This is an optimization exercise on Yosys and OpenROAD, whose aim is small area, a short achievable clock period and few clock cycles, not a production implementation.
At most, simulation tests tie the RTL to the original design; equivalence was not proved.

// crc_top
module crc_top (
    input  wire        clk,
    input  wire        rst,
    input  wire        wr_en,
    input  wire        rd_en,
    input  wire [6:0]  addr,
    input  wire [31:0] wdata,
    output reg         ready,
    output reg         rvalid,
    output reg  [31:0] rdata
);
export LEC_CHECK = 0
export CAP_MARGIN = 20
export CORE_MARGIN = 2
export CORE_UTILIZATION = 25
export PLACE_DENSITY = 0.45
export SLEW_MARGIN = 20
create_clock -name core_clock -period 32.0 [get_ports {clk}]
standard.sh (not shown) runs the stock make flow with config.mk's settings and CLKGATE_MAP_FILE= SYNTH_SCRIPT=/design/flow/synth_recipe.tcl, a recipe that flattens the netlist after the stock synthesis.
==> flow/flow/run.sh <==
#!/bin/bash
# The standard layout, with port buffers of a normal drive strength and timing repair
# aiming for setup slack beyond the default margin. make's output goes to flow_make.log;
# each ORFS step keeps its own log under orfs/logs.
set -euo pipefail
bash standard.sh 'BUFFER_PORTS_ARGS=-buffer_cell sky130_fd_sc_hd__buf_4' SETUP_SLACK_MARGIN=24 finish > flow_make.log 2>&1
Testbench counts at the start, summed over its fixed seeds: cycles 52,286.
Rerun with:
--- a/flow/design.v
+++ b/flow/design.v
@@ -1,20 +1,20 @@
 module crc_top (
     input  wire        clk,
     input  wire        rst,
     input  wire        wr_en,
     input  wire        rd_en,
     input  wire [6:0]  addr,
     input  wire [31:0] wdata,
     output reg         ready,
     output reg         rvalid,
-    output reg  [31:0] rdata
+    output wire [31:0] rdata
 );
     localparam [31:0] MU_RESET = 32'h04D1_01DF;
     reg  [6:0]  width;
     reg         refin;
     reg         refout;
     reg  [1:0]  feed_w;
     reg  [63:0] poly;
     reg  [63:0] init;
     reg  [63:0] xorout;
     reg  [5:0]  sh_p, sh_l, sh_m;     
@@ -127,39 +127,41 @@
             sh_st_n = sh_l;
             nat_n   = 1'b0;
         end
         if (wr_start || wr_state) begin
             sh_st_n = 6'd0;
             nat_n   = w_lt64;
         end
         if (wr_cfg)
             nat_n   = 1'b1;
     end
+    reg [31:0] rd_q, rs_q;
+    assign rdata = rd_q | rs_q;
     reg [31:0] rd_val;
     always @(*) begin
         case (a)
             5'h10:   rd_val = {21'd0, feed_w, refout, refin, width};
             5'h11:   rd_val = poly[31:0];
             5'h12:   rd_val = poly[63:32];
             5'h13:   rd_val = init[31:0];
             5'h14:   rd_val = init[63:32];
             5'h15:   rd_val = xorout[31:0];
             5'h16:   rd_val = xorout[63:32];
             5'h1A:   rd_val = state_hi_rd;
             5'h1C:   rd_val = result_hi_rd;
             default: rd_val = 32'd0;
         endcase
-        rd_val = rd_val | ({32{a == 5'h19}} & s_nat[31:0]) | ({32{a == 5'h1B}} & result[31:0]);
     end
     always @(posedge clk) begin
         p_al_q <= p_al;
-        rdata  <= rd_val;
+        rd_q   <= rd_val;
+        rs_q   <= ({32{a == 5'h19}} & s_nat[31:0]) | ({32{a == 5'h1B}} & result[31:0]);
     end
     always @(posedge clk) begin
         if (rst) begin
             width        <= 7'd32;
             refin        <= 1'b1;
             refout       <= 1'b1;
             feed_w       <= 2'd2;
             sh_p         <= 6'd32;
             sh_l         <= 6'd32;
             sh_m         <= 6'd32;
The changed run produced a clean layout.
Design area goes up by 1.4%.
Die area goes up by 2.0%.
Worst setup slack gets worse by 5.1 ps.
Non-clock buffer count goes up by 17.
Register-to-register slack is about the same.
Utilization goes down by 0.16 points.
Wire length goes up by 0.72%.
Clock-buffer cell count goes up by 7.
First-iteration DRC count goes down by 2.9%.
Area after synthesis goes up by about 2%.
Final cell count goes up by 1.8%.
The RTL of the second run of this note was laid out without a check of its function.

Setup of v6:
crc_top, a different RTL version from the one above (not shown whole).
Size in the first run: ~9200 cells after synthesis, ~580 flip-flops.
Settings: LEC_CHECK=0, CAP_MARGIN=20, CORE_MARGIN=2, CORE_UTILIZATION=25, PLACE_DENSITY=0.65, SLEW_MARGIN=20; clock period 32.0 ns.
Scripts as last shown in full above: flow/flow/run.sh
Input-level comparison between v7 and v6:
-- flow/design.v --
<<< v6, line 8
    output reg         ready,
    output reg         rvalid,
    output wire [31:0] rdata
);
    localparam [31:0] MU_RESET = 32'h04D1_01DF;
>>> v7, line 8
    output reg         ready,
    output reg         rvalid,
    output reg  [31:0] rdata
);
    localparam [31:0] MU_RESET = 32'h04D1_01DF;
<<< v6, line 132
            nat_n   = 1'b1;
    end
    reg [31:0] rd_q, rs_q;
    assign rdata = rd_q | rs_q;
    reg [31:0] rd_val;
    always @(*) begin
>>> v7, line 132
            nat_n   = 1'b1;
    end
    reg [31:0] rd_val;
    always @(*) begin
<<< v6, line 144
            5'h15:   rd_val = xorout[31:0];
            5'h16:   rd_val = xorout[63:32];
            5'h1A:   rd_val = state_hi_rd;
            5'h1C:   rd_val = result_hi_rd;
            default: rd_val = 32'd0;
>>> v7, line 142
            5'h15:   rd_val = xorout[31:0];
            5'h16:   rd_val = xorout[63:32];
            5'h19:   rd_val = s_nat[31:0];
            5'h1A:   rd_val = state_hi_rd;
            5'h1B:   rd_val = result[31:0];
            5'h1C:   rd_val = result_hi_rd;
            default: rd_val = 32'd0;
<<< v6, line 151
    always @(posedge clk) begin
        p_al_q <= p_al;
        rd_q   <= rd_val;
        rs_q   <= ({32{a == 5'h19}} & s_nat[31:0]) | ({32{a == 5'h1B}} & result[31:0]);
    end
    always @(posedge clk) begin
>>> v7, line 151
    always @(posedge clk) begin
        p_al_q <= p_al;
        rdata  <= rd_val;
    end
    always @(posedge clk) begin
<<< v6, line 202
            if (step)
                feed <= {feed[23:0], 8'd0};
            if (wr_start || wr_state)
                sreg <= (a[1] ? init : {state_hi_wr, wdata}) & wmask;
            else if (align)
                sreg <= l_al & hmask;
            else
                sreg <= s_eng;
            if (align || wr_start || wr_state)
                clean <= 1'b1;
            if (wr_cfg)
                clean <= 1'b0;
            if (acc_wr) begin
                case (a)
>>> v7, line 201
            if (step)
                feed <= {feed[23:0], 8'd0};
            sreg <= s_eng;
            if (align) begin
                sreg  <= l_al & hmask;
                clean <= 1'b1;
            end
            if (wr_cfg)
                clean <= 1'b0;
            if (wr_start) begin
                sreg  <= init & wmask;
                clean <= 1'b1;
            end
            if (wr_state) begin
                sreg  <= {state_hi_wr, wdata} & wmask;
                clean <= 1'b1;
            end
            if (acc_wr) begin
                case (a)
## What came out
Comparing v7 and v6, the lower total clock buffers created by CTS is on v7. Lower number of nets produced by synthesis was reported by v7, not v6. v7 ended up with step$_SDFF_PP0_ as its critical path launch point; v6 ended up with sreg[48]$_SDFF_PP0_. [diff] die area, v7 relative to v6: improvement. Worst hold slack | v7 above v6. From v6 to v7 the numbers moved as follows: fraction of area in multi-input gates increased 0.79 points, post-synthesis to final-layout area growth essentially unchanged, cell area shrank by about 1.5%.
Testbench counts of v7, summed over its fixed seeds: cycles 52,286.
Only the layout flow was run in v6; the RTL was not checked for function there.

The RTL this note starts from:
==> flow/design.v <==
module crc_top (
    input  wire        clk,
    input  wire        rst,
    input  wire        wr_en,
    input  wire        rd_en,
    input  wire [6:0]  addr,
    input  wire [31:0] wdata,
    output reg         ready,
    output reg         rvalid,
    output reg  [31:0] rdata
);
    localparam [31:0] MU_RESET = 32'h04D1_01DF;
    reg  [6:0]  width;
    reg         refin;
    reg         refout;
    reg  [1:0]  feed_w;
    reg  [63:0] poly;
    reg  [63:0] init;
    reg  [63:0] xorout;
    reg  [5:0]  sh_p, sh_l, sh_m;     
    reg         w_lt64;               
    reg  [63:0] sreg;
    reg  [5:0]  sh_st;
    reg         nat;                  
    reg         clean;                
    reg  [31:0] state_hi_wr;
    reg  [31:0] state_hi_rd;
    reg  [31:0] result_hi_rd;
    reg  [31:0] feed;
    reg  [1:0]  feed_left;            
    reg         feed_byte;            
    reg         step;                 
    reg  [31:0] mu;
    reg         mu_ok;
    reg  [3:0]  mu_cnt;               
    reg  busy;
    wire acc_wr = wr_en && !busy;
    wire acc_rd = rd_en && !wr_en && !busy;
    wire [4:0] a = addr[6:2];
    wire [6:0]  w_new  = (wdata[6:0] < 7'd3) ? 7'd3 : (wdata[6:0] > 7'd64) ? 7'd64 : wdata[6:0];
    wire [5:0]  sh_new = ~(w_new[5:0] - 6'd1);
    wire [63:0] wmask  = {64{1'b1}} >> sh_m;
    wire [63:0] p_al   = poly << sh_p;
    reg  [63:0] p_al_q;
    wire [31:0] tx = sreg[63:32] ^ feed;
    wire [31:0] te = !step     ? 32'd0 :
                     feed_byte ? {24'd0, tx[31:24]} : tx;
    wire [31:0] q;
    genvar m, k, n;
    generate
        for (m = 0; m < 31; m = m + 1) begin : g_hi
            wire [30-m:0] t;
            for (k = 0; k <= 30 - m; k = k + 1) begin : g_t
                assign t[k] = te[m+1+k] & mu[31-k];
            end
            assign q[m] = te[m] ^ (^t);
        end
    endgenerate
    assign q[31] = te[31];
    wire [63:0] r;
    generate
        for (n = 0; n < 64; n = n + 1) begin : g_lo
            localparam integer NT = (n < 32) ? n + 1 : 32;
            wire [NT-1:0] t;
            for (k = 0; k < NT; k = k + 1) begin : g_t
                assign t[k] = q[k] & p_al_q[n-k];
            end
            assign r[n] = ^t;
        end
    endgenerate
    wire [63:0] s_shift = !step     ? sreg :
                          feed_byte ? {sreg[55:0], 8'd0} : {sreg[31:0], 32'd0};
    wire [63:0] s_eng   = s_shift ^ r;            
    wire [63:0] s_nat = s_eng >> sh_st;           
    wire [5:0]  amt_l = sh_l - sh_st;
    wire [127:0] l_rr = {sreg, sreg} << amt_l;
    wire [63:0] l_al  = l_rr[127:64];
    wire [63:0] a_now = nat ? l_al : s_eng;
    reg  [63:0] refl;
    reg  [63:0] hmask;                            
    integer j;
    always @(*) begin
        for (j = 0; j < 64; j = j + 1) begin
            refl[j]  = a_now[63 - j];
            hmask[j] = wmask[63 - j];
        end
    end
    wire [63:0] result = ((refout ? refl : s_nat) ^ xorout) & wmask;
    wire [31:0] ptop = p_al[63:32];               
    reg  [31:0] fr;
    reg  [31:0] mm;
    integer i;
    always @(*) begin
        for (i = 0; i < 32; i = i + 1)
            fr[i] = ptop[31 - i];
        mm = mu;
        for (i = 0; i < 4; i = i + 1)
            mm = {mm[30:0], ^(fr & mm)};
    end
    reg [31:0] d_ord;
    always @(*) begin
        for (j = 0; j < 32; j = j + 1)
            d_ord[j] = refin ? wdata[31 - j] : wdata[8 * (3 - j / 8) + (j % 8)];
    end
    wire wr_cfg   = acc_wr && a == 5'h10;
    wire wr_poly  = acc_wr && ((a == 5'h11 && w_lt64) || (a == 5'h12 && !sh_l[5]));
    wire wr_start = acc_wr && a == 5'h17 && wdata[0];
    wire wr_data  = acc_wr && a == 5'h18;
    wire wr_state = acc_wr && a == 5'h19;
    wire align    = nat && (clean || feed_left != 2'd0);
    reg [1:0] fl_n;
    reg       mu_ok_n, nat_n;
    reg [5:0] sh_st_n;
    always @(*) begin
        fl_n = feed_left;
        if (step) fl_n = feed_left - 2'd1;
        if (wr_data) fl_n = (feed_w == 2'd1) ? 2'd2 : 2'd1;
        mu_ok_n = mu_ok;
        if (mu_cnt == 4'd1) mu_ok_n = 1'b1;
        if (wr_cfg || wr_poly) mu_ok_n = 1'b0;
        sh_st_n = sh_st;
        nat_n   = nat;
        if (align) begin
            sh_st_n = sh_l;
            nat_n   = 1'b0;
        end
        if (wr_start || wr_state) begin
            sh_st_n = 6'd0;
            nat_n   = w_lt64;
        end
        if (wr_cfg)
            nat_n   = 1'b1;
    end
    reg [31:0] rd_val;
    always @(*) begin
        case (a)
            5'h10:   rd_val = {21'd0, feed_w, refout, refin, width};
            5'h11:   rd_val = poly[31:0];
            5'h12:   rd_val = poly[63:32];
            5'h13:   rd_val = init[31:0];
            5'h14:   rd_val = init[63:32];
            5'h15:   rd_val = xorout[31:0];
            5'h16:   rd_val = xorout[63:32];
            5'h19:   rd_val = s_nat[31:0];
            5'h1A:   rd_val = state_hi_rd;
            5'h1B:   rd_val = result[31:0];
            5'h1C:   rd_val = result_hi_rd;
            default: rd_val = 32'd0;
        endcase
    end
    always @(posedge clk) begin
        p_al_q <= p_al;
        rdata  <= rd_val;
    end
    always @(posedge clk) begin
        if (rst) begin
            width        <= 7'd32;
            refin        <= 1'b1;
            refout       <= 1'b1;
            feed_w       <= 2'd2;
            sh_p         <= 6'd32;
            sh_l         <= 6'd32;
            sh_m         <= 6'd32;
            w_lt64       <= 1'b1;
            poly         <= 64'h0000_0000_04C1_1DB7;
            init         <= 64'h0000_0000_FFFF_FFFF;
            xorout       <= 64'h0000_0000_FFFF_FFFF;
            sreg         <= 64'd0;
            sh_st        <= 6'd32;
            nat          <= 1'b0;
            clean        <= 1'b1;
            state_hi_wr  <= 32'd0;
            state_hi_rd  <= 32'd0;
            result_hi_rd <= 32'd0;
            feed_left    <= 2'd0;
            feed_byte    <= 1'b0;
            step         <= 1'b0;
            mu           <= MU_RESET;
            mu_ok        <= 1'b1;
            mu_cnt       <= 4'd0;
            ready        <= 1'b1;
            busy         <= 1'b0;
            rvalid       <= 1'b0;
        end else begin
            rvalid    <= acc_rd;
            feed_left <= fl_n;
            mu_ok     <= mu_ok_n;
            sh_st     <= sh_st_n;
            nat       <= nat_n;
            step      <= (fl_n != 2'd0) && mu_ok_n && !nat_n;
            ready     <= (fl_n == 2'd0) || (fl_n == 2'd1 && mu_ok_n && !nat_n);
            busy      <= !((fl_n == 2'd0) || (fl_n == 2'd1 && mu_ok_n && !nat_n));
            if (mu_cnt != 4'd0) begin
                mu     <= mm;
                mu_cnt <= mu_cnt - 4'd1;
            end
            if (wr_cfg || wr_poly) begin
                mu     <= 32'd1;
                mu_cnt <= 4'd8;
            end
            if (step)
                feed <= {feed[23:0], 8'd0};
            sreg <= s_eng;
            if (align) begin
                sreg  <= l_al & hmask;
                clean <= 1'b1;
            end
            if (wr_cfg)
                clean <= 1'b0;
            if (wr_start) begin
                sreg  <= init & wmask;
                clean <= 1'b1;
            end
            if (wr_state) begin
                sreg  <= {state_hi_wr, wdata} & wmask;
                clean <= 1'b1;
            end
            if (acc_wr) begin
                case (a)
                    5'h10: begin
                        width  <= wdata[6:0];
                        refin  <= wdata[7];
                        refout <= wdata[8];
                        feed_w <= wdata[10:9];
                        sh_p   <= sh_new;
                        sh_l   <= sh_new;
                        sh_m   <= sh_new;
                        w_lt64 <= (sh_new != 6'd0);
                    end
                    5'h11: poly[31:0]    <= wdata;
                    5'h12: poly[63:32]   <= wdata;
                    5'h13: init[31:0]    <= wdata;
                    5'h14: init[63:32]   <= wdata;
                    5'h15: xorout[31:0]  <= wdata;
                    5'h16: xorout[63:32] <= wdata;
                    5'h18: begin
                        feed      <= d_ord;
                        feed_byte <= (feed_w[1] == 1'b0);
                    end
                    5'h1A: state_hi_wr <= wdata;
                    default: ;
                endcase
            end
            if (acc_rd && a == 5'h19) state_hi_rd  <= s_nat[63:32];
            if (acc_rd && a == 5'h1B) result_hi_rd <= result[63:32];
        end
    end
endmodule
Settings: LEC_CHECK=0, CAP_MARGIN=20, CORE_MARGIN=2, CORE_UTILIZATION=25, PLACE_DENSITY=0.45, SLEW_MARGIN=20; clock period 32.0 ns.
Scripts as last shown in full above: flow/flow/run.sh
The baseline finished clean.
Testbench counts at the start, summed over its fixed seeds: cycles 52,286.
Rerun with:
--- a/flow/design.v
+++ b/flow/design.v
@@ -7,7 +7,7 @@
     input  wire [31:0] wdata,
     output reg         ready,
     output reg         rvalid,
-    output reg  [31:0] rdata
+    output wire [31:0] rdata
 );
     localparam [31:0] MU_RESET = 32'h04D1_01DF;
     reg  [6:0]  width;
@@ -131,6 +131,8 @@
         if (wr_cfg)
             nat_n   = 1'b1;
     end
+    reg [31:0] rd_q, rs_q;
+    assign rdata = rd_q | rs_q;
     reg [31:0] rd_val;
     always @(*) begin
         case (a)
@@ -141,16 +143,15 @@
             5'h14:   rd_val = init[63:32];
             5'h15:   rd_val = xorout[31:0];
             5'h16:   rd_val = xorout[63:32];
-            5'h19:   rd_val = s_nat[31:0];
             5'h1A:   rd_val = state_hi_rd;
-            5'h1B:   rd_val = result[31:0];
             5'h1C:   rd_val = result_hi_rd;
             default: rd_val = 32'd0;
         endcase
     end
     always @(posedge clk) begin
         p_al_q <= p_al;
-        rdata  <= rd_val;
+        rd_q   <= rd_val;
+        rs_q   <= ({32{a == 5'h19}} & s_nat[31:0]) | ({32{a == 5'h1B}} & result[31:0]);
     end
     always @(posedge clk) begin
         if (rst) begin
@@ -200,21 +201,16 @@
             end
             if (step)
                 feed <= {feed[23:0], 8'd0};
-            sreg <= s_eng;
-            if (align) begin
-                sreg  <= l_al & hmask;
+            if (wr_start || wr_state)
+                sreg <= (a[1] ? init : {state_hi_wr, wdata}) & wmask;
+            else if (align)
+                sreg <= l_al & hmask;
+            else
+                sreg <= s_eng;
+            if (align || wr_start || wr_state)
                 clean <= 1'b1;
-            end
             if (wr_cfg)
                 clean <= 1'b0;
-            if (wr_start) begin
-                sreg  <= init & wmask;
-                clean <= 1'b1;
-            end
-            if (wr_state) begin
-                sreg  <= {state_hi_wr, wdata} & wmask;
-                clean <= 1'b1;
-            end
             if (acc_wr) begin
                 case (a)
                     5'h10: begin
What happened: The new run completed without violations. Routed wire length falls by 2.8%. Cell area went up by 1.5%. Cell count climbs by 1.7%. Synthesized cell count goes up by 1.3%. Non-clock buffer count shrinks by 18. Maximum frequency came out higher by 1.6%.
Function not checked in the second run of this note: the RTL went through the layout flow alone.

afterwards: timing with drivers on the ports:
The flow's constraints put no driver on any port. The routed layouts listed below were extracted and timed again, unchanged, in two steps.
Step 1: set_driving_cell puts a clkbuf_16 on clk and a buf_2 on each other input, an assumption about the parent block.
Step 2 also shifts input and output timing later by t, the mid clock arrival at the registers, as if the neighbouring blocks saw the same clock.
Three values: ideal, step 1, step 2; two values: the first two.
| run | shift t [ns] | slack for setup (ns) | worst setup path after step 2 | cell pins on the clock port's net |
|---|---|---|---|---|
| the first run of note 1 | 0.764 | 23.891 / 23.900 / 23.184 | input to register | 1 |
| the second run of note 1 | 0.802 | 23.886 / 23.892 / 23.127 | input to register | 1 |
| v6 | 0.730 | 23.816 / 23.816 / 23.157 | input to register | 1 |
| v7 | 0.776 | 23.756 / 23.756 / 23.119 | input to register | 1 |
| the first run of note 3 | 0.781 | 23.760 / 23.792 / 23.011 | input to register | 1 |
| the second run of note 3 | 0.778 | 23.886 / 23.771 / 22.993 | input to register | 1 |
After both steps setup and hold are still met in every run listed. The setup slack of the second run of note 3, which loses most, moves by -0.115 ns with the drivers and by -0.893 ns with both steps.
